Source: an optimization exercise on an open RTL-to-GDS flow (aim: small area, a short achievable clock period and few clock cycles per item). Production flows keep margins and buffers that such runs may drop. The RTL was checked by simulation tests, not by an equivalence proof against the original design.

<file path="design/flow/config.mk">
export PLATFORM = sky130hd
export DESIGN_NAME = rs_line_decoder
export DESIGN_NICKNAME = rs_line_decoder
export VERILOG_FILES = /design/flow/design.v
export SDC_FILE = /design/flow/constraint.sdc
export NUM_CORES = 4
export LEC_CHECK = 0
export CAP_MARGIN = 40
export CORE_MARGIN = 2
export CORE_UTILIZATION = 45
export PLACE_DENSITY = 0.6
export SETUP_SLACK_MARGIN = 4.5
export SLEW_MARGIN = 40
</file>
<file path="design/flow/constraint.sdc">
create_clock -name core_clock -period 9.0 [get_ports {clk}]
set_input_delay 1.8000 -clock core_clock [delete_from_list [all_inputs] [get_ports {clk}]]
set_output_delay 1.8000 -clock core_clock [all_outputs]
set_load 0.01 [all_outputs]
</file>
<file path="design/flow/run.sh">
#!/bin/bash
# synth_recipe.tcl (not shown) runs the flow's synth.tcl, then flattens the netlist and writes it again
# the make line also repeats each setting of config.mk as NAME=value (left out here)
make -C /OpenROAD-flow-scripts/flow DESIGN_CONFIG=/design/flow/config.mk WORK_HOME=/design/flow/orfs CLKGATE_MAP_FILE= SYNTH_SCRIPT=/design/flow/synth_recipe.tcl finish
</file>
<file path="design/flow/design.v">
module rs_line_decoder (
    input  wire         clk,
    input  wire         rst,
    input  wire         in_valid,
    output wire         in_ready,
    input  wire [639:0] in_line,
    input  wire [36:0]  in_addr,
    output wire         out_valid,
    output wire [575:0] out_words,
    output wire         out_poison,
    output wire [2:0]   out_nerr
);
    function automatic [7:0] xt(input [7:0] a);
        xt = {a[6:0], 1'b0} ^ (a[7] ? 8'h1d : 8'h00);
    endfunction
    function automatic [7:0] gf_mul(input [7:0] a, input [7:0] b);
        integer i;
        reg [7:0] p;
        reg [7:0] aa;
        begin
            p  = 8'h00;
            aa = a;
            for (i = 0; i < 8; i = i + 1) begin
                if (b[i]) p = p ^ aa;
                aa = xt(aa);
            end
            gf_mul = p;
        end
    endfunction
    function automatic [7:0] apow(input integer e);
        integer i, ee;
        reg [7:0] p;
        begin
            ee = e % 255;
            if (ee < 0) ee = ee + 255;
            p = 8'h01;
            for (i = 0; i < 255; i = i + 1)
                if (i < ee) p = xt(p);
            apow = p;
        end
    endfunction
    function automatic [7:0] gf_inv(input [7:0] a);
        begin
            case (a)
      8'h00: gf_inv = 8'h00;
      8'h01: gf_inv = 8'h01;
      8'h02: gf_inv = 8'h8e;
      8'h03: gf_inv = 8'hf4;
      8'h04: gf_inv = 8'h47;
      8'h05: gf_inv = 8'ha7;
      8'h06: gf_inv = 8'h7a;
      8'h07: gf_inv = 8'hba;
      8'h08: gf_inv = 8'had;
      8'h09: gf_inv = 8'h9d;
      8'h0a: gf_inv = 8'hdd;
      8'h0b: gf_inv = 8'h98;
      8'h0c: gf_inv = 8'h3d;
      8'h0d: gf_inv = 8'haa;
      8'h0e: gf_inv = 8'h5d;
      8'h0f: gf_inv = 8'h96;
      8'h10: gf_inv = 8'hd8;
      8'h11: gf_inv = 8'h72;
      8'h12: gf_inv = 8'hc0;
      8'h13: gf_inv = 8'h58;
      8'h14: gf_inv = 8'he0;
      8'h15: gf_inv = 8'h3e;
      8'h16: gf_inv = 8'h4c;
      8'h17: gf_inv = 8'h66;
      8'h18: gf_inv = 8'h90;
      8'h19: gf_inv = 8'hde;
      8'h1a: gf_inv = 8'h55;
      8'h1b: gf_inv = 8'h80;
      8'h1c: gf_inv = 8'ha0;
      8'h1d: gf_inv = 8'h83;
      8'h1e: gf_inv = 8'h4b;
      8'h1f: gf_inv = 8'h2a;
      8'h20: gf_inv = 8'h6c;
      8'h21: gf_inv = 8'hed;
      8'h22: gf_inv = 8'h39;
      8'h23: gf_inv = 8'h51;
      8'h24: gf_inv = 8'h60;
      8'h25: gf_inv = 8'h56;
      8'h26: gf_inv = 8'h2c;
      8'h27: gf_inv = 8'h8a;
      8'h28: gf_inv = 8'h70;
      8'h29: gf_inv = 8'hd0;
      8'h2a: gf_inv = 8'h1f;
      8'h2b: gf_inv = 8'h4a;
      8'h2c: gf_inv = 8'h26;
      8'h2d: gf_inv = 8'h8b;
      8'h2e: gf_inv = 8'h33;
      8'h2f: gf_inv = 8'h6e;
      8'h30: gf_inv = 8'h48;
      8'h31: gf_inv = 8'h89;
      8'h32: gf_inv = 8'h6f;
      8'h33: gf_inv = 8'h2e;
      8'h34: gf_inv = 8'ha4;
      8'h35: gf_inv = 8'hc3;
      8'h36: gf_inv = 8'h40;
      8'h37: gf_inv = 8'h5e;
      8'h38: gf_inv = 8'h50;
      8'h39: gf_inv = 8'h22;
      8'h3a: gf_inv = 8'hcf;
      8'h3b: gf_inv = 8'ha9;
      8'h3c: gf_inv = 8'hab;
      8'h3d: gf_inv = 8'h0c;
      8'h3e: gf_inv = 8'h15;
      8'h3f: gf_inv = 8'he1;
      8'h40: gf_inv = 8'h36;
      8'h41: gf_inv = 8'h5f;
      8'h42: gf_inv = 8'hf8;
      8'h43: gf_inv = 8'hd5;
      8'h44: gf_inv = 8'h92;
      8'h45: gf_inv = 8'h4e;
      8'h46: gf_inv = 8'ha6;
      8'h47: gf_inv = 8'h04;
      8'h48: gf_inv = 8'h30;
      8'h49: gf_inv = 8'h88;
      8'h4a: gf_inv = 8'h2b;
      8'h4b: gf_inv = 8'h1e;
      8'h4c: gf_inv = 8'h16;
      8'h4d: gf_inv = 8'h67;
      8'h4e: gf_inv = 8'h45;
      8'h4f: gf_inv = 8'h93;
      8'h50: gf_inv = 8'h38;
      8'h51: gf_inv = 8'h23;
      8'h52: gf_inv = 8'h68;
      8'h53: gf_inv = 8'h8c;
      8'h54: gf_inv = 8'h81;
      8'h55: gf_inv = 8'h1a;
      8'h56: gf_inv = 8'h25;
      8'h57: gf_inv = 8'h61;
      8'h58: gf_inv = 8'h13;
      8'h59: gf_inv = 8'hc1;
      8'h5a: gf_inv = 8'hcb;
      8'h5b: gf_inv = 8'h63;
      8'h5c: gf_inv = 8'h97;
      8'h5d: gf_inv = 8'h0e;
      8'h5e: gf_inv = 8'h37;
      8'h5f: gf_inv = 8'h41;
      8'h60: gf_inv = 8'h24;
      8'h61: gf_inv = 8'h57;
      8'h62: gf_inv = 8'hca;
      8'h63: gf_inv = 8'h5b;
      8'h64: gf_inv = 8'hb9;
      8'h65: gf_inv = 8'hc4;
      8'h66: gf_inv = 8'h17;
      8'h67: gf_inv = 8'h4d;
      8'h68: gf_inv = 8'h52;
      8'h69: gf_inv = 8'h8d;
      8'h6a: gf_inv = 8'hef;
      8'h6b: gf_inv = 8'hb3;
      8'h6c: gf_inv = 8'h20;
      8'h6d: gf_inv = 8'hec;
      8'h6e: gf_inv = 8'h2f;
      8'h6f: gf_inv = 8'h32;
      8'h70: gf_inv = 8'h28;
      8'h71: gf_inv = 8'hd1;
      8'h72: gf_inv = 8'h11;
      8'h73: gf_inv = 8'hd9;
      8'h74: gf_inv = 8'he9;
      8'h75: gf_inv = 8'hfb;
      8'h76: gf_inv = 8'hda;
      8'h77: gf_inv = 8'h79;
      8'h78: gf_inv = 8'hdb;
      8'h79: gf_inv = 8'h77;
      8'h7a: gf_inv = 8'h06;
      8'h7b: gf_inv = 8'hbb;
      8'h7c: gf_inv = 8'h84;
      8'h7d: gf_inv = 8'hcd;
      8'h7e: gf_inv = 8'hfe;
      8'h7f: gf_inv = 8'hfc;
      8'h80: gf_inv = 8'h1b;
      8'h81: gf_inv = 8'h54;
      8'h82: gf_inv = 8'ha1;
      8'h83: gf_inv = 8'h1d;
      8'h84: gf_inv = 8'h7c;
      8'h85: gf_inv = 8'hcc;
      8'h86: gf_inv = 8'he4;
      8'h87: gf_inv = 8'hb0;
      8'h88: gf_inv = 8'h49;
      8'h89: gf_inv = 8'h31;
      8'h8a: gf_inv = 8'h27;
      8'h8b: gf_inv = 8'h2d;
      8'h8c: gf_inv = 8'h53;
      8'h8d: gf_inv = 8'h69;
      8'h8e: gf_inv = 8'h02;
      8'h8f: gf_inv = 8'hf5;
      8'h90: gf_inv = 8'h18;
      8'h91: gf_inv = 8'hdf;
      8'h92: gf_inv = 8'h44;
      8'h93: gf_inv = 8'h4f;
      8'h94: gf_inv = 8'h9b;
      8'h95: gf_inv = 8'hbc;
      8'h96: gf_inv = 8'h0f;
      8'h97: gf_inv = 8'h5c;
      8'h98: gf_inv = 8'h0b;
      8'h99: gf_inv = 8'hdc;
      8'h9a: gf_inv = 8'hbd;
      8'h9b: gf_inv = 8'h94;
      8'h9c: gf_inv = 8'hac;
      8'h9d: gf_inv = 8'h09;
      8'h9e: gf_inv = 8'hc7;
      8'h9f: gf_inv = 8'ha2;
      8'ha0: gf_inv = 8'h1c;
      8'ha1: gf_inv = 8'h82;
      8'ha2: gf_inv = 8'h9f;
      8'ha3: gf_inv = 8'hc6;
      8'ha4: gf_inv = 8'h34;
      8'ha5: gf_inv = 8'hc2;
      8'ha6: gf_inv = 8'h46;
      8'ha7: gf_inv = 8'h05;
      8'ha8: gf_inv = 8'hce;
      8'ha9: gf_inv = 8'h3b;
      8'haa: gf_inv = 8'h0d;
      8'hab: gf_inv = 8'h3c;
      8'hac: gf_inv = 8'h9c;
      8'had: gf_inv = 8'h08;
      8'hae: gf_inv = 8'hbe;
      8'haf: gf_inv = 8'hb7;
      8'hb0: gf_inv = 8'h87;
      8'hb1: gf_inv = 8'he5;
      8'hb2: gf_inv = 8'hee;
      8'hb3: gf_inv = 8'h6b;
      8'hb4: gf_inv = 8'heb;
      8'hb5: gf_inv = 8'hf2;
      8'hb6: gf_inv = 8'hbf;
      8'hb7: gf_inv = 8'haf;
      8'hb8: gf_inv = 8'hc5;
      8'hb9: gf_inv = 8'h64;
      8'hba: gf_inv = 8'h07;
      8'hbb: gf_inv = 8'h7b;
      8'hbc: gf_inv = 8'h95;
      8'hbd: gf_inv = 8'h9a;
      8'hbe: gf_inv = 8'hae;
      8'hbf: gf_inv = 8'hb6;
      8'hc0: gf_inv = 8'h12;
      8'hc1: gf_inv = 8'h59;
      8'hc2: gf_inv = 8'ha5;
      8'hc3: gf_inv = 8'h35;
      8'hc4: gf_inv = 8'h65;
      8'hc5: gf_inv = 8'hb8;
      8'hc6: gf_inv = 8'ha3;
      8'hc7: gf_inv = 8'h9e;
      8'hc8: gf_inv = 8'hd2;
      8'hc9: gf_inv = 8'hf7;
      8'hca: gf_inv = 8'h62;
      8'hcb: gf_inv = 8'h5a;
      8'hcc: gf_inv = 8'h85;
      8'hcd: gf_inv = 8'h7d;
      8'hce: gf_inv = 8'ha8;
      8'hcf: gf_inv = 8'h3a;
      8'hd0: gf_inv = 8'h29;
      8'hd1: gf_inv = 8'h71;
      8'hd2: gf_inv = 8'hc8;
      8'hd3: gf_inv = 8'hf6;
      8'hd4: gf_inv = 8'hf9;
      8'hd5: gf_inv = 8'h43;
      8'hd6: gf_inv = 8'hd7;
      8'hd7: gf_inv = 8'hd6;
      8'hd8: gf_inv = 8'h10;
      8'hd9: gf_inv = 8'h73;
      8'hda: gf_inv = 8'h76;
      8'hdb: gf_inv = 8'h78;
      8'hdc: gf_inv = 8'h99;
      8'hdd: gf_inv = 8'h0a;
      8'hde: gf_inv = 8'h19;
      8'hdf: gf_inv = 8'h91;
      8'he0: gf_inv = 8'h14;
      8'he1: gf_inv = 8'h3f;
      8'he2: gf_inv = 8'he6;
      8'he3: gf_inv = 8'hf0;
      8'he4: gf_inv = 8'h86;
      8'he5: gf_inv = 8'hb1;
      8'he6: gf_inv = 8'he2;
      8'he7: gf_inv = 8'hf1;
      8'he8: gf_inv = 8'hfa;
      8'he9: gf_inv = 8'h74;
      8'hea: gf_inv = 8'hf3;
      8'heb: gf_inv = 8'hb4;
      8'hec: gf_inv = 8'h6d;
      8'hed: gf_inv = 8'h21;
      8'hee: gf_inv = 8'hb2;
      8'hef: gf_inv = 8'h6a;
      8'hf0: gf_inv = 8'he3;
      8'hf1: gf_inv = 8'he7;
      8'hf2: gf_inv = 8'hb5;
      8'hf3: gf_inv = 8'hea;
      8'hf4: gf_inv = 8'h03;
      8'hf5: gf_inv = 8'h8f;
      8'hf6: gf_inv = 8'hd3;
      8'hf7: gf_inv = 8'hc9;
      8'hf8: gf_inv = 8'h42;
      8'hf9: gf_inv = 8'hd4;
      8'hfa: gf_inv = 8'he8;
      8'hfb: gf_inv = 8'h75;
      8'hfc: gf_inv = 8'h7f;
      8'hfd: gf_inv = 8'hff;
      8'hfe: gf_inv = 8'h7e;
      default: gf_inv = 8'hfd;
            endcase
        end
    endfunction
    function automatic integer bytepos(input integer p);
        integer m;
        begin
            if (p >= 8) begin
                m = 79 - p;
                bytepos = 80 * (m / 9) + 8 * (m % 9);
            end else begin
                bytepos = 80 * (7 - p) + 72;
            end
        end
    endfunction
    genvar gi, gj, gt;
    integer i, j;
    localparam integer K   = 16;         
    localparam integer NCH = 80 / K;     
    localparam [3:0] C_LAST = NCH - 1;
    localparam [3:0] C_DONE = NCH;
    reg  [3:0]  rd_cnt;          
    reg  [8*K-1:0] mreg;         
    reg         m_v, m_first, m_last;
    reg  [7:0]  S [0:7];
    reg         s_full;          
    wire [8*K-1:0] chunk;
    generate
        for (gi = 0; gi < K; gi = gi + 1) begin : g_rd
            wire [7:0] cand [0:15];
            for (gt = 0; gt < 16; gt = gt + 1) begin : g_c
                if (gt < NCH) begin : g_v
                    localparam integer BP = bytepos(79 - K * gt - gi);
                    assign cand[gt] = in_line[BP +: 8];
                end else begin : g_z
                    assign cand[gt] = 8'h00;
                end
            end
            assign chunk[8*gi +: 8] = cand[rd_cnt];
        end
    endgenerate
    wire [7:0] S_nx [0:7];
    generate
        for (gj = 0; gj < 8; gj = gj + 1) begin : g_syn
            localparam [7:0] CS = apow(K * gj);
            wire [7:0] t [0:K];
            assign t[0] = m_first ? 8'h00 : gf_mul(S[gj], CS);
            for (gi = 0; gi < K; gi = gi + 1) begin : g_l
                localparam [7:0] CL = apow(gj * (K - 1 - gi));
                assign t[gi+1] = t[gi] ^ gf_mul(mreg[8*gi +: 8], CL);
            end
            assign S_nx[gj] = t[K];
        end
    endgenerate
    wire ring_free;
    wire accept;
    wire kill;
    wire bm_idle;
    wire bm_take_d;              
    wire bm_take_s;              
    wire bm_take = bm_take_d | bm_take_s;
    wire fin_horner = m_v && m_last;
    wire rd_en0 = (!s_full || bm_take_s) && !(fin_horner && !bm_idle);
    wire rd_en  = in_valid && (rd_cnt < C_DONE) && ((rd_cnt != 4'd0) || rd_en0);
    assign kill      = !in_valid && (rd_cnt != 4'd0);
    assign in_ready  = ((rd_cnt == C_LAST) || (rd_cnt == C_DONE)) && ring_free;
    assign accept    = in_valid && in_ready;
    assign bm_take_d = fin_horner && bm_idle;
    assign bm_take_s = s_full && bm_idle;
    always @(posedge clk) begin
        if (rst) begin
            rd_cnt <= 4'd0;
            m_v    <= 1'b0;
            s_full <= 1'b0;
        end else begin
            if (kill) begin
                rd_cnt <= 4'd0;
                m_v    <= 1'b0;
                if (rd_cnt == C_DONE) s_full <= 1'b0;
            end else begin
                if (accept)
                    rd_cnt <= 4'd0;
                else if (rd_en)
                    rd_cnt <= rd_cnt + 4'd1;
                m_v <= rd_en;
                if (fin_horner && !bm_take_d)
                    s_full <= 1'b1;
                else if (bm_take_s)
                    s_full <= 1'b0;
            end
        end
        mreg    <= chunk;
        m_first <= (rd_cnt == 4'd0);
        m_last  <= (rd_cnt == C_LAST);
        if (m_v)
            for (j = 0; j < 8; j = j + 1) S[j] <= S_nx[j];
    end
    localparam [1:0] B_IDLE = 2'd0, B_IT = 2'd1, B_OM = 2'd2, B_DONE = 2'd3;
    reg  [1:0] bst;
    reg  [2:0] bstep;
    reg        bom2;             
    reg        bm_pre;           
    reg  [7:0] SR  [0:7];        
    reg  [7:0] H   [0:3];        
    reg  [7:0] lam [0:4];
    reg  [7:0] bp  [0:4];
    reg  [7:0] gam;
    reg  [3:0] blen;
    reg  [7:0] omg [0:3];
    wire       c_take;
    wire [7:0] dprod [0:4];
    assign dprod[0] = gf_mul(lam[0], SR[0]);
    generate
        for (gi = 1; gi < 5; gi = gi + 1) begin : g_dp
            assign dprod[gi] = gf_mul(lam[gi], H[gi-1]);
        end
    endgenerate
    wire [7:0] delta = dprod[0] ^ dprod[1] ^ dprod[2] ^ dprod[3] ^ dprod[4];
    reg  [7:0] gop [0:4];
    always @(*) begin
        for (i = 0; i < 5; i = i + 1) gop[i] = gam;
        if (bst == B_OM) begin
            if (!bom2) begin
                gop[0] = SR[7]; gop[1] = SR[6]; gop[2] = SR[5]; gop[3] = 8'h00; gop[4] = 8'h00;
            end else begin
                gop[0] = SR[7]; gop[1] = 8'h00; gop[2] = 8'h00; gop[3] = 8'h00; gop[4] = 8'h00;
            end
        end
    end
    wire [7:0] gprod [0:4];
    wire [7:0] lam_nx [0:4];
    generate
        for (gi = 0; gi < 5; gi = gi + 1) begin : g_gp
            assign gprod[gi] = gf_mul(gop[gi], lam[gi]);
            if (gi == 0) begin : g_l0
                assign lam_nx[gi] = gprod[gi];
            end else begin : g_ln
                assign lam_nx[gi] = gprod[gi] ^ gf_mul(delta, bp[gi-1]);
            end
        end
    endgenerate
    wire [7:0] gsum = gprod[0] ^ gprod[1] ^ gprod[2];
    wire s_zero_src;
    wire [7:0] Ssrc [0:7];
    generate
        for (gj = 0; gj < 8; gj = gj + 1) begin : g_ss
            assign Ssrc[gj] = bm_take_d ? S_nx[gj] : S[gj];
        end
    endgenerate
    reg  syn_zero;               
    wire src_zero = ((Ssrc[0] | Ssrc[1] | Ssrc[2] | Ssrc[3] | Ssrc[4] | Ssrc[5] | Ssrc[6] | Ssrc[7]) == 8'h00);
    wire s0_nz = (Ssrc[0] != 8'h00);
    wire bm_fin_now = ((bst == B_OM) && bom2) || ((bst == B_IT) && syn_zero);
    wire bm_has     = bm_fin_now || (bst == B_DONE);
    assign bm_idle = (bst == B_IDLE) || (bm_has && c_take);
    always @(posedge clk) begin
        if (rst) begin
            bst <= B_IDLE;
        end else if (kill && ((bm_pre && (bst != B_IDLE)) || (bm_take && (rd_cnt == C_DONE)))) begin
            bst <= B_IDLE;
        end else begin
            case (bst)
                B_IDLE, B_DONE: begin
                    if (bm_take) begin
                        bst <= B_IT;
                    end else if (bst == B_DONE && c_take) begin
                        bst <= B_IDLE;
                    end
                end
                B_IT: begin
                    if (syn_zero)
                        bst <= bm_take ? B_IT : (c_take ? B_IDLE : B_DONE);
                    else if (bstep == 3'd7)
                        bst <= B_OM;
                end
                B_OM: begin
                    if (bom2) bst <= bm_take ? B_IT : (c_take ? B_IDLE : B_DONE);
                end
                default: bst <= B_IDLE;
            endcase
        end
        if (accept) bm_pre <= 1'b0;
        if (bm_take) begin
            bm_pre <= (rd_cnt == C_DONE) && !accept;
            for (j = 0; j < 8; j = j + 1) SR[j] <= Ssrc[(j + 1) % 8];
            H[0] <= Ssrc[0];
            for (j = 1; j < 4; j = j + 1) H[j] <= 8'h00;
            lam[0] <= 8'h01;
            lam[1] <= Ssrc[0];
            for (j = 2; j < 5; j = j + 1) lam[j] <= 8'h00;
            bp[0] <= s0_nz ? 8'h01 : 8'h00;
            bp[1] <= s0_nz ? 8'h00 : 8'h01;
            for (j = 2; j < 5; j = j + 1) bp[j] <= 8'h00;
            gam   <= s0_nz ? Ssrc[0] : 8'h01;
            blen  <= {3'd0, s0_nz};
            bstep <= 3'd1;
            bom2  <= 1'b0;
            syn_zero <= src_zero;
        end else if (bst == B_IT) begin
            for (j = 0; j < 5; j = j + 1) lam[j] <= lam_nx[j];
            if (delta != 8'h00 && {blen, 1'b0} <= {2'b00, bstep}) begin
                for (j = 0; j < 5; j = j + 1) bp[j] <= lam[j];
                gam  <= delta;
                blen <= {1'b0, bstep} + 4'd1 - blen;
            end else begin
                bp[0] <= 8'h00;
                for (j = 1; j < 5; j = j + 1) bp[j] <= bp[j-1];
            end
            bstep <= bstep + 3'd1;
            if (bstep == 3'd7) begin
                for (j = 0; j < 8; j = j + 1) SR[j] <= SR[(j + 4) % 8];
                H[0] <= SR[3]; H[1] <= SR[2]; H[2] <= SR[1]; H[3] <= 8'h00;
            end else begin
                for (j = 0; j < 8; j = j + 1) SR[j] <= SR[(j + 1) % 8];
                H[0] <= SR[0]; H[1] <= H[0]; H[2] <= H[1]; H[3] <= H[2];
            end
        end else if (bst == B_OM) begin
            if (!bom2) begin
                omg[3] <= delta;
                omg[2] <= gsum;
                for (j = 0; j < 8; j = j + 1) SR[j] <= SR[(j + 6) % 8];
                H[0] <= SR[5]; H[1] <= 8'h00; H[2] <= 8'h00; H[3] <= 8'h00;
                bom2 <= 1'b1;
            end else begin
                omg[1] <= delta;
                omg[0] <= gsum;
                bom2 <= 1'b0;
            end
        end
    end
    reg        c_busy, c_run;
    reg  [3:0] cw;               
    reg  [8:0] cex;              
    reg  [2:0] ccnt;             
    reg  [3:0] clen;
    reg  [7:0] R [0:4];
    reg  [7:0] W [0:3];
    assign c_take = bm_has && (!c_busy || out_valid) && !(kill && bm_pre);
    wire [7:0] om_h [0:3];
    assign om_h[0] = (bst == B_OM) ? gsum  : omg[0];
    assign om_h[1] = (bst == B_OM) ? delta : omg[1];
    assign om_h[2] = omg[2];
    assign om_h[3] = omg[3];
    wire [8:0] lroot;
    wire [7:0] l_odd [0:8];
    wire [7:0] l_om  [0:8];
    generate
        for (gi = 0; gi < 9; gi = gi + 1) begin : g_ch
            localparam [7:0] A1 = apow(gi);
            localparam [7:0] A2 = apow(2 * gi);
            localparam [7:0] A3 = apow(3 * gi);
            localparam [7:0] A4 = apow(4 * gi);
            wire [7:0] lt1 = gf_mul(R[1], A1);
            wire [7:0] lt2 = gf_mul(R[2], A2);
            wire [7:0] lt3 = gf_mul(R[3], A3);
            wire [7:0] lt4 = gf_mul(R[4], A4);
            wire [7:0] lv  = R[0] ^ lt1 ^ lt2 ^ lt3 ^ lt4;
            assign l_odd[gi] = lt1 ^ lt3;
            assign l_om[gi]  = W[0] ^ gf_mul(W[1], A1) ^ gf_mul(W[2], A2) ^ gf_mul(W[3], A3);
            if (gi == 8) begin : g_last
                assign lroot[gi] = (lv == 8'h00) && !cw8 && !cex[gi];
            end else begin : g_n
                assign lroot[gi] = (lv == 8'h00) && !cex[gi];
            end
        end
    endgenerate
    reg  [3:0] pick;
    reg  [8:0] pick_oh;
    reg  [8:0] below;            
    always @(*) begin
        below[0] = 1'b0;
        for (i = 1; i < 9; i = i + 1) below[i] = below[i-1] | lroot[i-1];
        pick_oh = lroot & ~below;
        pick = 4'd0;
        for (i = 0; i < 9; i = i + 1)
            if (pick_oh[i]) pick = pick | i[3:0];
    end
    wire any_root = |lroot;
    reg  [7:0] pk_odd, pk_om;
    always @(*) begin
        pk_odd = 8'h00;
        pk_om  = 8'h00;
        for (i = 0; i < 9; i = i + 1)
            if (pick_oh[i]) begin
                pk_odd = pk_odd | l_odd[i];
                pk_om  = pk_om | l_om[i];
            end
    end
    wire more_roots = |(lroot & below);
    reg  last_cnt;               
    wire last_root  = any_root && last_cnt;
    wire advance    = !(any_root && more_roots);
    reg  cw8;                    
    wire c_end      = c_run && (last_root || (advance && cw8));
    reg        x_v;
    reg  [3:0] x_w, x_b;
    reg  [7:0] x_odd, x_om;
    reg        f_v;
    reg  [3:0] f_w, f_b;
    reg  [7:0] f_inv, f_om;
    reg  [3:0] e_w [0:3];
    reg  [3:0] e_b [0:3];
    reg  [7:0] e_v [0:3];
    reg  [3:0] e_ok;             
    reg  [1:0] e_n;
    reg        cpoi;             
    always @(posedge clk) begin
        if (rst) begin
            c_busy <= 1'b0;
            c_run  <= 1'b0;
            x_v    <= 1'b0;
            f_v    <= 1'b0;
            e_ok   <= 4'd0;
        end else begin
            if (c_take) begin
                c_busy   <= 1'b1;
                clen     <= blen;
                ccnt     <= 3'd0;
                last_cnt <= (blen == 4'd1);
                cw       <= 4'd0;
                cw8      <= 1'b0;
                cex      <= 9'd0;
                c_run    <= (blen != 4'd0) && (blen <= 4'd4);
                cpoi     <= (blen > 4'd4);
                x_v      <= 1'b0;
                f_v      <= 1'b0;
                e_ok     <= 4'd0;
                e_n      <= 2'd0;
            end else begin
                if (out_valid) c_busy <= 1'b0;
                if (c_run) begin
                    if (c_end) begin
                        c_run <= 1'b0;
                        cpoi  <= !last_root;
                    end
                    if (any_root) begin
                        ccnt     <= ccnt + 3'd1;
                        last_cnt <= ({1'b0, ccnt} + 4'd2 == clen);
                    end
                    if (advance) begin
                        cw  <= cw + 4'd1;
                        cw8 <= (cw == 4'd7);
                        cex <= 9'd0;
                    end else begin
                        cex <= cex | pick_oh;
                    end
                end
                x_v <= c_run && any_root;
                f_v <= x_v;
                if (f_v) begin
                    e_ok[e_n] <= 1'b1;
                    e_n <= e_n + 2'd1;
                end
            end
        end
        x_w   <= cw;
        x_b   <= pick;
        x_odd <= pk_odd;
        x_om  <= pk_om;
        f_w   <= x_w;
        f_b   <= x_b;
        f_inv <= gf_inv(x_odd);
        f_om  <= x_om;
        if (f_v) begin
            e_w[e_n] <= f_w;
            e_b[e_n] <= f_b;
            e_v[e_n] <= gf_mul(f_om, f_inv);
        end
    end
    wire c_stop = c_busy && !c_run;
    wire cfin   = c_stop && !x_v && !f_v;
    always @(posedge clk) begin
        if (c_take) R[0] <= lam[0];
        if (c_take) W[0] <= om_h[0];
    end
    generate
        for (gi = 1; gi < 5; gi = gi + 1) begin : g_rr
            localparam [7:0] CI = apow(-79 * gi);
            localparam [7:0] CU = apow(9 * gi);
            always @(posedge clk) begin
                if (c_take) R[gi] <= gf_mul(lam[gi], CI);
                else if (advance) R[gi] <= gf_mul(R[gi], CU);
            end
            if (gi < 4) begin : g_w
                always @(posedge clk) begin
                    if (c_take) W[gi] <= gf_mul(om_h[gi], CI);
                    else if (advance) W[gi] <= gf_mul(W[gi], CU);
                end
            end
        end
    endgenerate
    localparam [2:0] PH0 = 3'd3;     
    reg  [71:0] RW [0:7];
    reg  [2:0]  ph;                  
    reg         r_busy;
    reg  [7:0]  wdone;
    reg         pmode;
    reg  [36:0] r_addr;
    reg  [3:0]  em;
    reg  [8:0]  e_boh [0:3];
    reg  [71:0] corr;
    reg  [7:0]  need;
    always @(*) begin
        corr = 72'd0;
        need = 8'd0;
        for (i = 0; i < 4; i = i + 1) begin
            if (e_ok[i] && e_w[i] < 4'd8) need[e_w[i][2:0]] = 1'b1;
            for (j = 0; j < 9; j = j + 1)
                if (em[i] && e_boh[i][j])
                    corr[8*j +: 8] = corr[8*j +: 8] | e_v[i];
        end
    end
    wire [2:0]  ph_nx    = accept ? PH0 : ph + 3'd1;
    always @(posedge clk) begin
        for (i = 0; i < 4; i = i + 1) begin
            if (c_take)
                em[i] <= 1'b0;
            else if (f_v && e_n == i)
                em[i] <= (f_w == {1'b0, ph_nx});
            else
                em[i] <= e_ok[i] && (e_w[i] == {1'b0, ph_nx});
            if (f_v && e_n == i)
                for (j = 0; j < 9; j = j + 1) e_boh[i][j] <= (f_b == j);
        end
    end
    wire        resolved = (c_stop || ({1'b0, ph} < cw)) &&
                           !(x_v && x_w == {1'b0, ph}) && !(f_v && f_w == {1'b0, ph});
    wire        apply    = r_busy && c_busy && !pmode && !wdone[ph] && resolved;
    wire [71:0] pw       = {8'hff, 20'h00000, 4'h0, r_addr, ph};
    wire [71:0] head_new = pmode ? pw : (apply ? (RW[0] ^ corr) : RW[0]);
    wire ready7 = r_busy && c_busy && cfin && (ph == 3'd7) &&
                  (cpoi ? (pmode && (&(wdone | 8'h80)))
                        : (&(wdone | {apply, 7'd0} | ~need)));
    reg  ov_r, op_r;
    reg  [2:0] on_r;
    always @(posedge clk) begin
        if (rst) ov_r <= 1'b0;
        else     ov_r <= ready7;
        op_r <= cpoi;
        on_r <= cpoi ? 3'd0 : clen[2:0];
    end
    assign out_valid = ov_r;
    assign ring_free = !r_busy || out_valid;
    always @(posedge clk) begin
        if (rst) begin
            r_busy <= 1'b0;
        end else if (accept) begin
            r_busy <= 1'b1;
        end else if (out_valid) begin
            r_busy <= 1'b0;
        end
        if (accept) begin
            for (j = 0; j < 8; j = j + 1)
                RW[j] <= in_line[80 * ((j + PH0) % 8) +: 72];
            wdone  <= 8'd0;
            pmode  <= 1'b0;
            r_addr <= in_addr;
        end else begin
            for (j = 0; j < 7; j = j + 1) RW[j] <= RW[j+1];
            RW[7] <= head_new;
            if (r_busy && c_busy && cfin && cpoi && !pmode) begin
                pmode <= 1'b1;
                wdone <= 8'd0;
            end else if (pmode || apply) begin
                wdone[ph] <= 1'b1;
            end
        end
        ph <= ph_nx;
    end
    assign out_words  = {RW[7], RW[6], RW[5], RW[4], RW[3], RW[2], RW[1], RW[0]};
    assign out_poison = op_r;
    assign out_nerr   = on_r;
endmodule
</file>
==> results.txt, run 1 <==
run status stopped before the end; Last stage global routing (5_1_grt); error that stopped the run [ERROR GRT-0116] Global routing finished with congestion. Check the congestion regions in the DRC Viewer.; RD Place Congestion about 1.3; most numerous cell types in the synthesized netlist 3,106 x sky130_fd_sc_hd__xnor2_1, 2,699 x sky130_fd_sc_hd__nand2_1, 890 x sky130_fd_sc_hd__xor2_1, 871 x sky130_fd_sc_hd__dfxtp_1, 655 x sky130_fd_sc_hd__clkbuf_1; count of cell types in the netlist 87; Max Buffers Root-to-Sink 3; Clock Sink Count 1,284; adder and majority gate portion of the synthesized area less than 1%; floorplan die width approximately 470 microns; largest cells by area after synthesis sky130_fd_sc_hd__xnor2_1 27%, sky130_fd_sc_hd__dfxtp_1 18%, sky130_fd_sc_hd__edfxtp_1 13%; number of flops mapped to enable cells by yosys 413; area share of the largest cell type after synthesis 27.4%; sequential-to-total area share from yosys stat 30.1%; Max H-tree Level 4; total clock buffers created by CTS 146; number of flip-flops and latches in the synthesized netlist 1,284; average cell area after synthesis 8.34 sq um; multiplexer share of the synthesized area 2.41%; hold-fix buffers at CTS 0; initial standard-cell utilization of the core between 40% and 50%; main combinational cell family by area after synthesis XOR/XNOR gates; number of standard-cell rows in the floorplan 172; Cells after Synth 11.9k; first-pass GRT wire length between 1,000,000 and 1,500,000 microns; Clock Tree Root sky130_fd_sc_hd__clkbuf_16; GRT Resource Usage Total 73.0%; cell type with the highest aggregate area in the netlist sky130_fd_sc_hd__xnor2_1; most common cell in the synthesized netlist sky130_fd_sc_hd__xnor2_1; simple logic cell fraction of the synthesized area roughly 15%; maximum number of pins on one net before global-route repair 174; share of the synthesized area in compound gates (AO/OA/AOI/OAI) 10.2%; Post-DP HPWL 593,000 microns; top_reg_cell synth sky130_fd_sc_hd__dfxtp_1; cell area after synthesis 0.0992 sq mm; number of warnings issued by yosys 12; GR Overflow Total 292; synthesized-area fraction occupied by xor and xnor cells 37.9%; FFs w/ async S/R, synth 0%; vias in the first global route 108k; number of placed I/O pins 1,262; nets in the synthesized netlist 12.6k; count of buffers from port buffering 1,261; height of the die around 470 microns
==> cells by family after synthesis <==
logic type	after synthesis
AO/OA/AOI/OAI	1553
adder cells (fa/ha/maj)	63
AND/OR/NAND/NOR	3659
buffers and inverters	993
flip-flops	1284
XOR/XNOR	4112
multiplexers	225
==> routing by layer <==
| metal | GRT overflow | track usage [%] |
|---|---|---|
| met5 | 0 | 31.2 |
| met4 | 110 | 65.7 |
| met3 | 1 | 59.7 |
| met2 | 180 | 88.4 |
| met1 | 1 | 75.0 |
==> through the flow <==
stage | setup slack [ns] | hold slack [ns] | instance area [sq um] | instances
2_1_floorplan | 4.51 | 0.310 | 99200 | 11900
3_5_place_dp | 3.06 | 0.314 | 116000 | 15400
4_1_cts | 4.37 | 0.328 | 125000 | 15900
3_3_place_gp | 2.87 | 0.315 | 115000 | 15400
==> worst min path at each step <==
stage	startpoint	end	slack (ns)	depth (start not counted)
4_1_cts	x_om[2]	f_om[2]	0.33	0
3_5_place_dp	x_om[2]	f_om[2]	0.31	0
3_3_place_gp	x_om[4]	f_om[4]	0.32	0
2_1_floorplan	x_b[0]	f_b[0]	0.31	0
==> repair_timing <==
action	CTS
hold endpoints to repair	0
pin swaps	57
cloned	10
gates resized for setup	387
setup endpoints to repair	247
setup buffers	215
Testbench counts, summed over its fixed seeds: cycles 24,840, lines 1,920.
==> run 2, diff against run 1 <==
--- a/design/flow/design.v
+++ b/design/flow/design.v
@@ -450,7 +450,9 @@
     wire src_zero = ((Ssrc[0] | Ssrc[1] | Ssrc[2] | Ssrc[3] | Ssrc[4] | Ssrc[5] | Ssrc[6] | Ssrc[7]) == 8'h00);
     wire s0_nz = (Ssrc[0] != 8'h00);
-    wire bm_fin_now = ((bst == B_OM) && bom2) || ((bst == B_IT) && syn_zero);
-    wire bm_has     = bm_fin_now || (bst == B_DONE);
-    assign bm_idle = (bst == B_IDLE) || (bm_has && c_take);
+    reg  bhand;                  
+    wire bm_has  = ((bst == B_OM) && !bhand) || ((bst == B_IT) && syn_zero) || (bst == B_DONE);
+    assign bm_idle = (bst == B_IDLE) ||
+                     ((bst == B_OM) && bom2 && (bhand || c_take)) ||
+                     (((bst == B_DONE) || ((bst == B_IT) && syn_zero)) && c_take);
     always @(posedge clk) begin
         if (rst) begin
@@ -474,5 +476,5 @@
                 end
                 B_OM: begin
-                    if (bom2) bst <= bm_take ? B_IT : (c_take ? B_IDLE : B_DONE);
+                    if (bom2) bst <= bm_take ? B_IT : ((bhand || c_take) ? B_IDLE : B_DONE);
                 end
                 default: bst <= B_IDLE;
@@ -516,15 +518,24 @@
         end else if (bst == B_OM) begin
             if (!bom2) begin
-                omg[3] <= delta;
-                omg[2] <= gsum;
                 for (j = 0; j < 8; j = j + 1) SR[j] <= SR[(j + 6) % 8];
                 H[0] <= SR[5]; H[1] <= 8'h00; H[2] <= 8'h00; H[3] <= 8'h00;
                 bom2 <= 1'b1;
             end else begin
+                bom2 <= 1'b0;
+            end
+        end
+        if (bst == B_OM) begin
+            if (!bom2) begin
+                omg[3] <= delta;
+                omg[2] <= gsum;
+            end else begin
                 omg[1] <= delta;
                 omg[0] <= gsum;
-                bom2 <= 1'b0;
             end
         end
+        if (bm_take)
+            bhand <= 1'b0;
+        else if ((bst == B_OM) && !bom2 && c_take)
+            bhand <= 1'b1;
     end
     reg        c_busy, c_run;
@@ -536,9 +547,15 @@
     reg  [7:0] W [0:3];
     assign c_take = bm_has && (!c_busy || out_valid) && !(kill && bm_pre);
+    reg  wpend, adv_d;
     wire [7:0] om_h [0:3];
-    assign om_h[0] = (bst == B_OM) ? gsum  : omg[0];
-    assign om_h[1] = (bst == B_OM) ? delta : omg[1];
+    assign om_h[0] = ((bst == B_OM) && bom2) ? gsum  : omg[0];
+    assign om_h[1] = ((bst == B_OM) && bom2) ? delta : omg[1];
     assign om_h[2] = omg[2];
     assign om_h[3] = omg[3];
+    always @(posedge clk) begin
+        if (rst) wpend <= 1'b0;
+        else     wpend <= c_take;
+        adv_d <= advance;
+    end
     wire [8:0] lroot;
     wire [7:0] l_odd [0:8];
@@ -577,12 +594,12 @@
     wire any_root = |lroot;
     reg  [7:0] pk_odd, pk_om;
+    reg  [8:0] x_poh;            
     always @(*) begin
         pk_odd = 8'h00;
         pk_om  = 8'h00;
-        for (i = 0; i < 9; i = i + 1)
-            if (pick_oh[i]) begin
-                pk_odd = pk_odd | l_odd[i];
-                pk_om  = pk_om | l_om[i];
-            end
+        for (i = 0; i < 9; i = i + 1) begin
+            if (pick_oh[i]) pk_odd = pk_odd | l_odd[i];
+            if (x_poh[i])   pk_om  = pk_om | l_om[i];
+        end
     end
     wire more_roots = |(lroot & below);
@@ -591,8 +608,8 @@
     wire advance    = !(any_root && more_roots);
     reg  cw8;                    
-    wire c_end      = c_run && (last_root || (advance && cw8));
+    wire c_end      = c_run && (last_root || (advance && !cw8 && (cw == 4'd7)));
     reg        x_v;
     reg  [3:0] x_w, x_b;
-    reg  [7:0] x_odd, x_om;
+    reg  [7:0] x_odd;
     reg        f_v;
     reg  [3:0] f_w, f_b;
@@ -617,6 +634,6 @@
                 ccnt     <= 3'd0;
                 last_cnt <= (blen == 4'd1);
-                cw       <= 4'd0;
-                cw8      <= 1'b0;
+                cw       <= 4'd8;
+                cw8      <= 1'b1;
                 cex      <= 9'd0;
                 c_run    <= (blen != 4'd0) && (blen <= 4'd4);
@@ -638,6 +655,6 @@
                     end
                     if (advance) begin
-                        cw  <= cw + 4'd1;
-                        cw8 <= (cw == 4'd7);
+                        cw  <= cw8 ? 4'd0 : cw + 4'd1;
+                        cw8 <= 1'b0;
                         cex <= 9'd0;
                     end else begin
@@ -656,9 +673,9 @@
         x_b   <= pick;
         x_odd <= pk_odd;
-        x_om  <= pk_om;
+        x_poh <= pick_oh;
         f_w   <= x_w;
         f_b   <= x_b;
         f_inv <= gf_inv(x_odd);
-        f_om  <= x_om;
+        f_om  <= pk_om;
         if (f_v) begin
             e_w[e_n] <= f_w;
@@ -671,18 +688,19 @@
     always @(posedge clk) begin
         if (c_take) R[0] <= lam[0];
-        if (c_take) W[0] <= om_h[0];
+        if (wpend) W[0] <= om_h[0];
     end
     generate
         for (gi = 1; gi < 5; gi = gi + 1) begin : g_rr
-            localparam [7:0] CI = apow(-79 * gi);
-            localparam [7:0] CU = apow(9 * gi);
+            localparam [7:0] CI = apow(-7 * gi);     
+            localparam [7:0] C8 = apow(-72 * gi);    
+            localparam [7:0] CU = apow(9 * gi);      
             always @(posedge clk) begin
                 if (c_take) R[gi] <= gf_mul(lam[gi], CI);
-                else if (advance) R[gi] <= gf_mul(R[gi], CU);
+                else if (advance) R[gi] <= cw8 ? gf_mul(R[gi], C8) : gf_mul(R[gi], CU);
             end
             if (gi < 4) begin : g_w
                 always @(posedge clk) begin
-                    if (c_take) W[gi] <= gf_mul(om_h[gi], CI);
-                    else if (advance) W[gi] <= gf_mul(W[gi], CU);
+                    if (wpend) W[gi] <= gf_mul(om_h[gi], CI);
+                    else if (adv_d) W[gi] <= (x_w == 4'd8) ? gf_mul(W[gi], C8) : gf_mul(W[gi], CU);
                 end
             end
@@ -723,5 +741,5 @@
         end
     end
-    wire        resolved = (c_stop || ({1'b0, ph} < cw)) &&
+    wire        resolved = (c_stop || (!cw8 && ({1'b0, ph} < cw))) &&
                            !(x_v && x_w == {1'b0, ph}) && !(f_v && f_w == {1'b0, ph});
     wire        apply    = r_busy && c_busy && !pmode && !wdone[ph] && resolved;
==> design/flow/config.mk (replaced) <==
export PLATFORM = sky130hd
export DESIGN_NAME = rs_line_decoder
export DESIGN_NICKNAME = rs_line_decoder
export VERILOG_FILES = /design/flow/design.v
export SDC_FILE = /design/flow/constraint.sdc
export NUM_CORES = 4
export LEC_CHECK = 0
export CAP_MARGIN = 60
export CORE_MARGIN = 2
export CORE_UTILIZATION = 35
export PLACE_DENSITY = 0.45
export SETUP_SLACK_MARGIN = 4
export SLEW_MARGIN = 60
==> results.txt, run 2 <==
run status failed layout checks; layout check failures capacitance limit, slew limit; clock latency reported for the late side of the worst-skew pair a little over 1 ns; most common cell in the synthesized netlist sky130_fd_sc_hd__xnor2_1; top flop regs RW: 576 flops, mreg: 128 flops, S: 64 flops; Post-DP HPWL 694,000 microns (+17%); sequential-to-total area share from yosys stat 29.9% (-0.16 points); cell type with the highest aggregate area in the netlist sky130_fd_sc_hd__xnor2_1; number of warnings issued by yosys 12 (unchanged); Detailed Route WL 899,000 microns; floorplan core area 0.285 sq mm; ratio of cells with drive above 1 in the final layout 17.8%; most numerous cell types in the synthesized netlist 3,221 x sky130_fd_sc_hd__xnor2_1, 2,721 x sky130_fd_sc_hd__nand2_1, 891 x sky130_fd_sc_hd__xor2_1, 875 x sky130_fd_sc_hd__dfxtp_1, 702 x sky130_fd_sc_hd__clkbuf_1; most used cells in the layout excluding fill and tap cells 2,681 x sky130_fd_sc_hd__xnor2_1, 2,654 x sky130_fd_sc_hd__nand2_1, 1,162 x sky130_fd_sc_hd__clkdlybuf4s50_1; setup TNS 0 ns; critical path data arrival time 7.03 ns; Largest delay share family, worst path XOR/XNOR gates; average routed wire per standard cell between 50 and 60 microns; most flop-heavy register RW; sequential standard cell area 0.0305 sq mm; flip-flop count of the largest register, all copies and words added between 500 and 600; Routed Antenna Nets 0; average cell area after synthesis 8.24 sq um (-1.2%); first-pass GRT wire length 1,140,000 microns; critical path required time 9.65 ns; setup repair after global routing missed its margin true; number of vias per cell 6.50; highest attainable clock frequency 157 MHz; final critical path time including I/O delays and setup around 6.4 ns; clock-pin slew on the worst setup and hold paths around 0.06 ns; count of buffers from port buffering 1,261 (unchanged); fill cell total of the finished layout 26.7k; Residual DRC 0; initial standard-cell utilization of the core 35.1% (-10 points); kind of start point of the critical path flip-flop; number of standard-cell rows in the floorplan 196 (+14%); Slew Limit Fails 4; Clock Tree Root sky130_fd_sc_hd__clkbuf_16; Via Count 114k; worst slack on hold paths 0.396 ns; vias in the first global route between 100k and 150k; count of cell types in the netlist 79 (-9.2%); Cells after Synth 12.1k (+2.0%); Placed Area 0.123 sq mm (+6.7%); Max Buffers Root-to-Sink 4 (+1); library cell contributing the largest single delay on the critical path sky130_fd_sc_hd__xnor2_1; largest cells by area after synthesis sky130_fd_sc_hd__xnor2_1 28%, sky130_fd_sc_hd__dfxtp_1 18%, sky130_fd_sc_hd__edfxtp_1 12%; Layout Nets 14.1k; Total Die Area 0.290 sq mm; area of the multi-input gates ~0.074 sq mm; GR Overflow Total 0; top_reg_cell synth sky130_fd_sc_hd__dfxtp_1; Post-Route Utilization 47.6%; Slew headroom -31.8%; list of cells traversed by the critical path buf_4, xnor2_2, xnor2_1, nand2_1, xnor3_1, xnor3_1, xnor3_1, xnor3_4, xnor3_2, buf_4, buf_4, nand2_1, xnor2_1, xor2_1, xnor2_1, a21oi_1; clock tree from TritonCTS built; count of final hold-check violations 0; period utilization between 70% and 80%; height of the die 538 microns (+14%); RD Place Congestion 1.21 (-4.9%); FFs w/ async S/R, synth 0% (unchanged); total iterations of the first detailed-routing run 17; GRT Resource Usage Total just over 60%; Max H-tree Level 4 (unchanged); Setup CP Type flip-flop to flip-flop; number of flops mapped to enable cells by yosys 413 (unchanged); crit-path max FO 11; maximum number of pins on one net before global-route repair between 100 and 150; Clock Sink Count 1,288 (+0.31%); category of the worst setup path capture point flip-flop; commonest non-fill, non-tap cell in the layout sky130_fd_sc_hd__xnor2_1; floorplan die width 538 microns (+14%); worst clock skew 0.0762 ns; cell count after placement 16.7k (+8.7%); number of violations of the max-capacitance limit 2; pin slew with the least headroom to its limit slightly below 2 ns; non-filler cells, final 17.6k; count of final setup violators 0; drt initial violations 22.7k; area share of the largest cell type after synthesis 28.2% (+0.79 points); layout overhead on the synthesized area 35.6%; nets in the synthesized netlist 12.9k (+1.9%); total clock buffers created by CTS 160 (+9.6%); Slowest Stage Delay on Critical Path between 1 and 1.5 ns; Hold/Removal Path Class flip-flop to flip-flop; number of flip-flops and latches in the synthesized netlist 1,288 (+0.31%); number of antenna violations at the first check in global routing 263; Post-Layout Inst Area approximately 0.14 sq mm; number of placed I/O pins 1,262 (unchanged); count of buffering cells on the critical path with inverters included 3; cell area after synthesis 0.100 sq mm (+0.79%)
run 2: changes by cell type after synthesis, moves of 20 or more:
cell,delta
sky130_fd_sc_hd__mux2i_1,-35
sky130_fd_sc_hd__nand2_1,+22
sky130_fd_sc_hd__xnor2_1,+115
sky130_fd_sc_hd__a21oi_1,+84
sky130_fd_sc_hd__clkbuf_1,+47
sky130_fd_sc_hd__o211ai_1,-20
sky130_fd_sc_hd__nor2_1,+49
run 2: cell families after synthesis:
logic type | share of synthesized area, %
flops | 29.9
simple gates | 14.9
mux | 2.14
xor+xnor | 37.8
fa+ha+maj | 0.759
compound gates | 10.4
buf+inv | 4.00
run 2: final timing paths:
| kind | start | end | slack [ns] | cells after the start |
|---|---|---|---|---|
| setup reg to reg | lam[4][4] | lam[1][2] | 2.62 | 16 |
| setup / recovery | lam[4][4] | lam[1][2] | 2.62 | 16 |
| hold / removal | x_w[3] | f_w[3] | 0.40 | 0 |
| hold reg to reg | x_w[3] | f_w[3] | 0.40 | 0 |
run 2: routing by layer:
metal,wire (microns),vias up,GRT usage (%)
met5,5420,-,14.2
met4,128000,144,67.0
met3,141000,4710,41.2
met2,349000,12300,80.7
met1,276000,55000,58.2
li1,-,42300,-
run 2: stage by stage:
step | worst slack, ns
finish | 2.62
global route | 2.59
CTS | 3.93
detailed placement | 2.62
global placement | 2.46
floorplan | 4.06
run 2: timing repair:
| action | in CTS | in global routing |
|---|---|---|
| hold buffers | 0 | 0 |
| gates resized for setup | 112 | 180 |
| gates cloned | 1 | 7 |
| pin swaps | 21 | 68 |
| setup endpoints to repair | 128 | 118 |
| setup buffers | 33 | 111 |
run 2: area by class of cell:
class / count / area share (%)
clock inverter: 82 / 0.824
multi-input combinational: 9809 / 54.8
timing repair buffer: 2022 / 14.2
antenna: 311 / 0.574
tap: 3762 / 3.47
inverter: 110 / 0.348
sequential: 1288 / 22.5
clock buffer: 210 / 3.30
run 2: worst register-to-register path: stages (launching register included):
cell and delay (ns):
sky130_fd_sc_hd__dfxtp_1 0.41, sky130_fd_sc_hd__buf_4 0.35, sky130_fd_sc_hd__xnor2_2 0.26, sky130_fd_sc_hd__xnor2_1 0.34, sky130_fd_sc_hd__nand2_1 0.13, sky130_fd_sc_hd__xnor3_1 0.37
sky130_fd_sc_hd__xnor3_1 0.38, sky130_fd_sc_hd__xnor3_1 0.23, sky130_fd_sc_hd__xnor3_4 0.56, sky130_fd_sc_hd__xnor3_2 0.49, sky130_fd_sc_hd__buf_4 0.17, sky130_fd_sc_hd__buf_4 0.13
sky130_fd_sc_hd__nand2_1 0.06, sky130_fd_sc_hd__xnor2_1 0.30, sky130_fd_sc_hd__xor2_1 0.16, sky130_fd_sc_hd__xnor2_1 1.49, sky130_fd_sc_hd__a21oi_1 0.24
Testbench counts of run 2, summed over its fixed seeds: cycles 24,488, lines 1,920.
==> run 3, diff against run 2 <==
--- a/design/flow/config.mk
+++ b/design/flow/config.mk
@@ -8,6 +8,7 @@
 export CAP_MARGIN = 60
 export CORE_MARGIN = 2
-export CORE_UTILIZATION = 35
-export PLACE_DENSITY = 0.45
-export SETUP_SLACK_MARGIN = 4
+export CORE_UTILIZATION = 30
+export GPL_TIMING_DRIVEN = 1
+export PLACE_DENSITY = 0.4
+export SETUP_SLACK_MARGIN = 3
 export SLEW_MARGIN = 60
==> results.txt, run 3 <==
Clock Tree Root sky130_fd_sc_hd__clkbuf_16; Clock Sink Count 1,288 (unchanged); GR Overflow Total 0 (unchanged); number of warnings issued by yosys 12 (unchanged); largest cells by area after synthesis sky130_fd_sc_hd__xnor2_1 28%, sky130_fd_sc_hd__dfxtp_1 18%, sky130_fd_sc_hd__edfxtp_1 12%; Max H-tree Level 4 (unchanged); worst min-delay path endpoint f_b[3]; Largest delay share family, worst path XOR/XNOR gates; library cell contributing the largest single delay on the critical path sky130_fd_sc_hd__edfxtp_1; sequential standard cell area 0.0304 sq mm (-0.28%); average cell area after synthesis 8.24 sq um (unchanged); maximum number of pins on one net before global-route repair 108 (-8.5%); number of flops mapped to enable cells by yosys 413 (unchanged); Via Count 107k (-6.1%); clock latency reported for the late side of the worst-skew pair 1.00 ns (-0.02 ns); cell type with the highest aggregate area in the netlist sky130_fd_sc_hd__xnor2_1; list of cells traversed by the critical path buf_4, xor3_1, nand2_1, xnor2_1, xnor3_1, xnor3_1, xnor3_1, xnor3_1, buf_4, xnor3_1, xor2_1, nand2_1, xor2_1, xnor2_1, xnor2_1, xnor2_1, mux2i_1; reg2reg end lam[1][3]; drt initial violations 16.6k (-27%); vias in the first global route 97.6k (-3.4%); total iterations of the first detailed-routing run 10 (-7); setup TNS 0 ns (unchanged); Slew headroom 42.7% (+74 points); area of the multi-input gates 0.0727 sq mm (-2.1%); Slew Limit Fails 0 (-4); kind of start point of the critical path flip-flop; number of placed I/O pins 1,262 (unchanged); Total Die Area 0.338 sq mm (+17%); hold-fix buffers at CTS 0 (unchanged); worst hold path cell count 0 (unchanged); ratio of cells with drive above 1 in the final layout 15.9% (-1.9 points); total clock buffers created by CTS 167 (+4.4%); critical path data arrival time 6.59 ns (-0.44 ns); Worst R2R Start lam[1][6]; setup repair after global routing missed its margin false; layout overhead on the synthesized area 33.0%; commonest non-fill, non-tap cell in the layout sky130_fd_sc_hd__xnor2_1; critical path required time 9.66 ns (about the same); category of the worst setup path capture point flip-flop; count of buffers from port buffering 1,261 (unchanged); crit-path max FO 17 (+6); GRT Resource Usage Total 52.6% (-8.2 points); Routed Antenna Nets 0 (unchanged); nets in the synthesized netlist 12.9k (unchanged); cell area after synthesis 0.100 sq mm (unchanged); most used cells in the layout excluding fill and tap cells 2,760 x sky130_fd_sc_hd__xnor2_1, 2,679 x sky130_fd_sc_hd__nand2_1, 1,141 x sky130_fd_sc_hd__clkdlybuf4s50_1; area share of the largest cell type after synthesis 28.2% (unchanged); Post-Place Setup Slack 2.55 ns (-0.0652 ns); highest attainable clock frequency 169 MHz (+7.7%); most flop-heavy register RW; Layout Nets 14.0k (-0.84%); RD Place Congestion 1.21 (+0.46%); count of final setup violators 0 (unchanged); floorplan core area 0.331 sq mm (+16%); Worst Slack Setup Final 3.07 ns (+0.454 ns); top flop regs RW: 576 flops, mreg: 128 flops, S: 64 flops; pin slew with the least headroom to its limit 0.860 ns (-1.10 ns); number of flip-flops and latches in the synthesized netlist 1,288 (unchanged); R2R depth 17 (+1); FFs w/ async S/R, synth 0% (unchanged); first-pass GRT wire length 1,140,000 microns (-0.18%); number of vias per cell 5.94 (-8.6%); top_reg_cell synth sky130_fd_sc_hd__dfxtp_1; count of buffering cells on the critical path with inverters included 2 (-1); period utilization 65.9% (-5.0 points); most numerous cell types in the synthesized netlist 3,221 x sky130_fd_sc_hd__xnor2_1, 2,721 x sky130_fd_sc_hd__nand2_1, 891 x sky130_fd_sc_hd__xor2_1, 875 x sky130_fd_sc_hd__dfxtp_1, 702 x sky130_fd_sc_hd__clkbuf_1; Hold/Removal Path Class flip-flop to flip-flop; Detailed Route WL 898,000 microns (about the same); Cells after Synth 12.1k (unchanged); floorplan die width 581 microns (+8.0%); number of standard-cell rows in the floorplan 211 (+7.7%); most common cell in the synthesized netlist sky130_fd_sc_hd__xnor2_1; average routed wire per standard cell 49.7 microns (-2.8%); clock tree from TritonCTS built; fill cell total of the finished layout 33.6k (+26%); run status no timing/DRC/antenna violations; Max Buffers Root-to-Sink 4 (unchanged); count of cell types in the netlist 79 (unchanged); Setup CP Type flip-flop to flip-flop; hold_sp x_b[3]; clock-pin slew on the worst setup and hold paths 0.07 ns (about the same); flip-flop count of the largest register, all copies and words added 576 (unchanged); Slowest Stage Delay on Critical Path 0.55 ns (-0.94 ns); most prevalent standard cell on the critical path sky130_fd_sc_hd__xnor3_1; number of antenna violations at the first check in global routing 270 (+2.7%); Residual DRC 0 (unchanged); worst clock skew 0.0930 ns (+0.0168 ns); initial standard-cell utilization of the core 30.2% (-4.9 points); final critical path time including I/O delays and setup 5.93 ns (-0.454 ns); Post-DP HPWL 717,000 microns (+3.3%); slack of the worst reg-to-reg path 3.07 ns (+0.45 ns); number of violations of the max-capacitance limit 0 (-2); height of the die 581 microns (+8.0%); sequential-to-total area share from yosys stat 29.9% (unchanged); count of final hold-check violations 0 (unchanged)
[run 3: cell counts after synthesis]
Identical to the previous run, type by type.
[run 3: layout make-up]
| class | count | area share (%) |
|---|---|---|
| multi-input cells | 9807 | 54.7 |
| flip-flops and latches | 1288 | 22.9 |
| repair buffers | 1899 | 13.2 |
| well taps | 4366 | 4.11 |
| clock buffers | 234 | 3.58 |
| clock inverters | 71 | 0.642 |
| diodes | 303 | 0.570 |
| inverters | 110 | 0.332 |
[run 3: kinds of logic after synthesis]
| kind of cell | synth area share (%) |
|---|---|
| AO/OA/AOI/OAI | 10.4 |
| multiplexers | 2.14 |
| buffers and inverters | 4.00 |
| XOR/XNOR | 37.8 |
| flip-flops | 29.9 |
| AND/OR/NAND/NOR | 14.9 |
| adder cells (fa/ha/maj) | 0.759 |
[run 3: through the flow]
step / hold WS (ns) / utilization, % / std cells / instance area (sq um)
floorplan: 0.310 / - / 12100 / 100000
global placement: 0.368 / 35.6 / 17200 / 118000
detailed placement: 0.348 / 37.5 / 17400 / 124000
CTS: 0.370 / 39.2 / 17700 / 130000
global route: 0.383 / 40.0 / 17900 / 132000
finish: 0.365 / 40.2 / 18100 / 133000
[run 3: layer usage]
layer / wire, microns / global-route usage (%) / vias to the layer above / part of all wire, %
met1: 295000 / 53.3 / 53100 / 33
met5: 1710 / 2.66 / - / 0.19
met4: 113000 / 56.4 / 122 / 13
met2: 370000 / 72.6 / 9056 / 41
met3: 118000 / 29.6 / 3084 / 13
li1: - / - / 42000 / -
[run 3: worst max-delay path by stage]
stage                          from  slack (ns)  cells past startpoint        end
after CTS                   R[2][1]        3.00                     15    R[4][1]
after detailed placement    R[2][1]        2.55                     15    R[4][1]
final                     lam[1][6]        3.07                     17  lam[1][3]
after global placement      R[2][6]        2.23                     15    R[4][6]
after floorplan            in_valid        3.45                     10    H[0][0]
after global routing      lam[1][6]        3.01                     16  lam[4][3]
[run 3: timing repair]
| item | in CTS | in global routing |
|---|---|---|
| pin swaps | 1 | 2 |
| endpoints found under the setup margin | 43 | 35 |
| cloned | 1 | 0 |
| resized for setup | 4 | 4 |
| endpoints found under the hold margin | 0 | 0 |
| setup buffers | 1 | 5 |
==> run 4, diff against run 3 <==
--- a/design/flow/design.v
+++ b/design/flow/design.v
@@ -608,5 +608,5 @@
     wire advance    = !(any_root && more_roots);
     reg  cw8;                    
-    wire c_end      = c_run && (last_root || (advance && !cw8 && (cw == 4'd7)));
+    wire c_end      = c_run && (last_root || (advance && cw8));
     reg        x_v;
     reg  [3:0] x_w, x_b;
@@ -634,6 +634,6 @@
                 ccnt     <= 3'd0;
                 last_cnt <= (blen == 4'd1);
-                cw       <= 4'd8;
-                cw8      <= 1'b1;
+                cw       <= 4'd0;
+                cw8      <= 1'b0;
                 cex      <= 9'd0;
                 c_run    <= (blen != 4'd0) && (blen <= 4'd4);
@@ -655,6 +655,6 @@
                     end
                     if (advance) begin
-                        cw  <= cw8 ? 4'd0 : cw + 4'd1;
-                        cw8 <= 1'b0;
+                        cw  <= cw + 4'd1;
+                        cw8 <= (cw == 4'd7);
                         cex <= 9'd0;
                     end else begin
@@ -681,9 +681,10 @@
             e_w[e_n] <= f_w;
             e_b[e_n] <= f_b;
-            e_v[e_n] <= gf_mul(f_om, f_inv);
+            e_v[e_n] <= f_val;
         end
     end
+    wire [7:0] f_val = gf_mul(f_om, f_inv);      
     wire c_stop = c_busy && !c_run;
-    wire cfin   = c_stop && !x_v && !f_v;
+    wire cfin   = c_stop && !(x_v && !x_w[3]) && !(f_v && !f_w[3]);
     always @(posedge clk) begin
         if (c_take) R[0] <= lam[0];
@@ -692,20 +693,19 @@
     generate
         for (gi = 1; gi < 5; gi = gi + 1) begin : g_rr
-            localparam [7:0] CI = apow(-7 * gi);     
-            localparam [7:0] C8 = apow(-72 * gi);    
+            localparam [7:0] CI = apow(-79 * gi);    
             localparam [7:0] CU = apow(9 * gi);      
             always @(posedge clk) begin
                 if (c_take) R[gi] <= gf_mul(lam[gi], CI);
-                else if (advance) R[gi] <= cw8 ? gf_mul(R[gi], C8) : gf_mul(R[gi], CU);
+                else if (advance) R[gi] <= gf_mul(R[gi], CU);
             end
             if (gi < 4) begin : g_w
                 always @(posedge clk) begin
                     if (wpend) W[gi] <= gf_mul(om_h[gi], CI);
-                    else if (adv_d) W[gi] <= (x_w == 4'd8) ? gf_mul(W[gi], C8) : gf_mul(W[gi], CU);
+                    else if (adv_d) W[gi] <= gf_mul(W[gi], CU);
                 end
             end
         end
     endgenerate
-    localparam [2:0] PH0 = 3'd3;     
+    localparam [2:0] PH0 = 3'd4;     
     reg  [71:0] RW [0:7];
     reg  [2:0]  ph;                  
@@ -727,4 +727,7 @@
                     corr[8*j +: 8] = corr[8*j +: 8] | e_v[i];
         end
+        for (j = 0; j < 9; j = j + 1)
+            if (f_v && (f_w == {1'b0, ph}) && (f_b == j))
+                corr[8*j +: 8] = corr[8*j +: 8] | f_val;
     end
     wire [2:0]  ph_nx    = accept ? PH0 : ph + 3'd1;
@@ -741,6 +744,6 @@
         end
     end
-    wire        resolved = (c_stop || (!cw8 && ({1'b0, ph} < cw))) &&
-                           !(x_v && x_w == {1'b0, ph}) && !(f_v && f_w == {1'b0, ph});
+    wire        resolved = (c_stop || ({1'b0, ph} < cw)) &&
+                           !(x_v && x_w == {1'b0, ph});
     wire        apply    = r_busy && c_busy && !pmode && !wdone[ph] && resolved;
     wire [71:0] pw       = {8'hff, 20'h00000, 4'h0, r_addr, ph};
==> results.txt, run 4 <==
Via Count 107k (-0.23%); drt initial violations 17.3k (+4.5%); sequential standard cell area 0.0304 sq mm (-0.12%); maximum number of pins on one net before global-route repair 115 (+6.5%); hold_sp x_b[2]; worst clock skew 0.121 ns (+0.0280 ns); crit path from lam[2][6]; R2R depth 15 (-2); worst slack on hold paths 0.326 ns (-0.0389 ns); Residual DRC 0 (unchanged); number of standard-cell rows in the floorplan 212 (+0.47%); area of the multi-input gates 0.0728 sq mm (about the same); number of antenna violations at the first check in global routing 270 (unchanged); total clock buffers created by CTS 167 (unchanged); cell type with the highest aggregate area in the netlist sky130_fd_sc_hd__xnor2_1; most used cells in the layout excluding fill and tap cells 2,654 x sky130_fd_sc_hd__nand2_1, 2,623 x sky130_fd_sc_hd__xnor2_1, 1,201 x sky130_fd_sc_hd__clkdlybuf4s50_1; highest attainable clock frequency 171 MHz (+1.6%); critical path data arrival time 6.46 ns (-0.13 ns); layout overhead on the synthesized area 33.2% (about the same); sequential-to-total area share from yosys stat 29.9% (-0.066 points); count of cell types in the netlist 84 (+6.3%); Clock Sink Count 1,288 (unchanged); WL met3 99,900 microns (-15%); clock latency reported for the late side of the worst-skew pair 0.98 ns (-0.02 ns); reg2reg end lam[1][3]; number of vias per cell 5.96 (+0.36%); category of the worst setup path capture point flip-flop; Max Buffers Root-to-Sink 4 (unchanged); Slew Limit Fails 0 (unchanged); kind of start point of the critical path flip-flop; nets in the synthesized netlist 12.7k (-1.1%); number of flip-flops and latches in the synthesized netlist 1,288 (unchanged); total iterations of the first detailed-routing run 10 (unchanged); count of final setup violators 0 (unchanged); floorplan core area 0.333 sq mm (+0.55%); most common cell in the synthesized netlist sky130_fd_sc_hd__xnor2_1; slack of the worst reg-to-reg path 3.16 ns (+0.09 ns); number of flops mapped to enable cells by yosys 413 (unchanged); Cells after Synth 12.0k (-1.2%); Slew headroom 44.2% (+1.5 points); final critical path time including I/O delays and setup 5.84 ns (-0.0927 ns); run status no timing/DRC/antenna violations; period utilization 64.8% (-1.0 points); RD Place Congestion 1.12 (-7.4%); vias in the first global route 97.9k (+0.23%); setup repair after global routing missed its margin false
run 4: cell count changes after synthesis, sizes merged, moves of 16 or more:
cell / change
nor2: -33
inv: -16
a22o: +25
xor3: +19
a21oi: -72
buf: -18
mux2i: +38
xnor3: +49
a211oi: -18
a31oi: +66
xnor2: -160
run 4: layout make-up:
class | instances | area share, %
multi-input combinational | 9695 | 54.6
sequential | 1288 | 22.8
timing repair buffer | 1918 | 13.5
tap | 4387 | 4.12
clock buffer | 221 | 3.57
clock inverter | 86 | 0.720
antenna | 288 | 0.540
inverter | 89 | 0.265
run 4: timing repair:
| action | 4_1_cts | 5_1_grt |
|---|---|---|
| endpoints found under the hold margin | 0 | 0 |
| setup buffers | 0 | 5 |
| endpoints found under the setup margin | 0 | 5 |
| resized for setup | 0 | 1 |
run 4: how the worst max path moves through the flow:
stage | end | slack, ns | depth (start not counted)
floorplan | H[0][0] | 3.39 | 10
CTS | lam[1][4] | 3.09 | 15
detailed placement | gam[6] | 2.93 | 11
global placement | lam[1][4] | 2.76 | 16
global route | lam[1][4] | 3.00 | 16
finish | lam[1][3] | 3.16 | 15
run 4: per-layer routing:
metal,global-route usage (%),up-vias
li1,-,41800
met2,76.2,9149
met1,54.0,53100
met5,1.64,-
met3,23.7,3116
met4,56.1,95
run 4: stage by stage:
| step | instances | cell area (sq um) |
|---|---|---|
| CTS | 17600 | 131000 |
| finish | 18000 | 133000 |
| floorplan | 12000 | 100000 |
| global route | 17800 | 133000 |
| global placement | 17100 | 118000 |
| detailed placement | 17300 | 125000 |
run 4: cells by family (layout without fill, tap and decap cells):
group,after synthesis,count (layout),share of synthesized area [%]
buf+inv,1005,2314,3.86
mux,233,233,2.53
simple gates,3728,3728,14.9
fa+ha+maj,62,62,0.779
xor+xnor,4097,4098,37.9
flops,1288,1288,29.9
compound gates,1574,1574,10.2
other cells,0,288,0
run 4: worst max-delay path, cell delays in order (launching register included):
cell,delay [ns]
sky130_fd_sc_hd__dfxtp_1,0.52
sky130_fd_sc_hd__buf_4,0.35
sky130_fd_sc_hd__xor3_1,0.54
sky130_fd_sc_hd__nand2_1,0.14
sky130_fd_sc_hd__xnor2_1,0.19
sky130_fd_sc_hd__xnor2_1,0.16
sky130_fd_sc_hd__xnor3_1,0.41
sky130_fd_sc_hd__xnor3_2,0.74
sky130_fd_sc_hd__xnor3_2,0.67
sky130_fd_sc_hd__xor3_4,0.56
sky130_fd_sc_hd__xor3_1,0.44
sky130_fd_sc_hd__nand2_1,0.11
sky130_fd_sc_hd__xor2_1,0.21
sky130_fd_sc_hd__xnor2_1,0.24
sky130_fd_sc_hd__xnor2_1,0.18
sky130_fd_sc_hd__a21oi_1,0.09
Testbench counts of run 4, summed over its fixed seeds: cycles 22,984, lines 1,920.

-- static timing again, ports no longer ideal --
No port has a modelled driver above. Below, the same layouts with a new extraction and two added sets of constraints. Step 1 sets driving cells, clkbuf_16 on the clock port and buf_2 on the other inputs (assumed; they add their load-dependent delay and slew). Step 2 adds t to the input delays and takes it off the output delays; t is the mean of the earliest and latest rising clock arrival at the registers after step 1. Input paths then give back, and output paths get back, about the clock's delay inside the block. Slacks: ideal / step 1 / step 2; pairs: ideal / step 1.
run	shift t [ns]	setup slack, ns	clock arrival spread, ns	worst register clock-pin slew, ns	cell pins on the clock port's net
run 2	1.115	2.617 / 2.617 / 2.617	0.080 / 0.080	0.08 / 0.08	1
run 3	1.084	3.071 / 3.071 / 2.568	0.121 / 0.120	0.09 / 0.09	1
run 4	1.038	3.164 / 3.164 / 3.089	0.127 / 0.127	0.08 / 0.08	1
The setup slack of run 3, which loses most, moves by 0.000 ns with the drivers and by -0.503 ns with both steps.
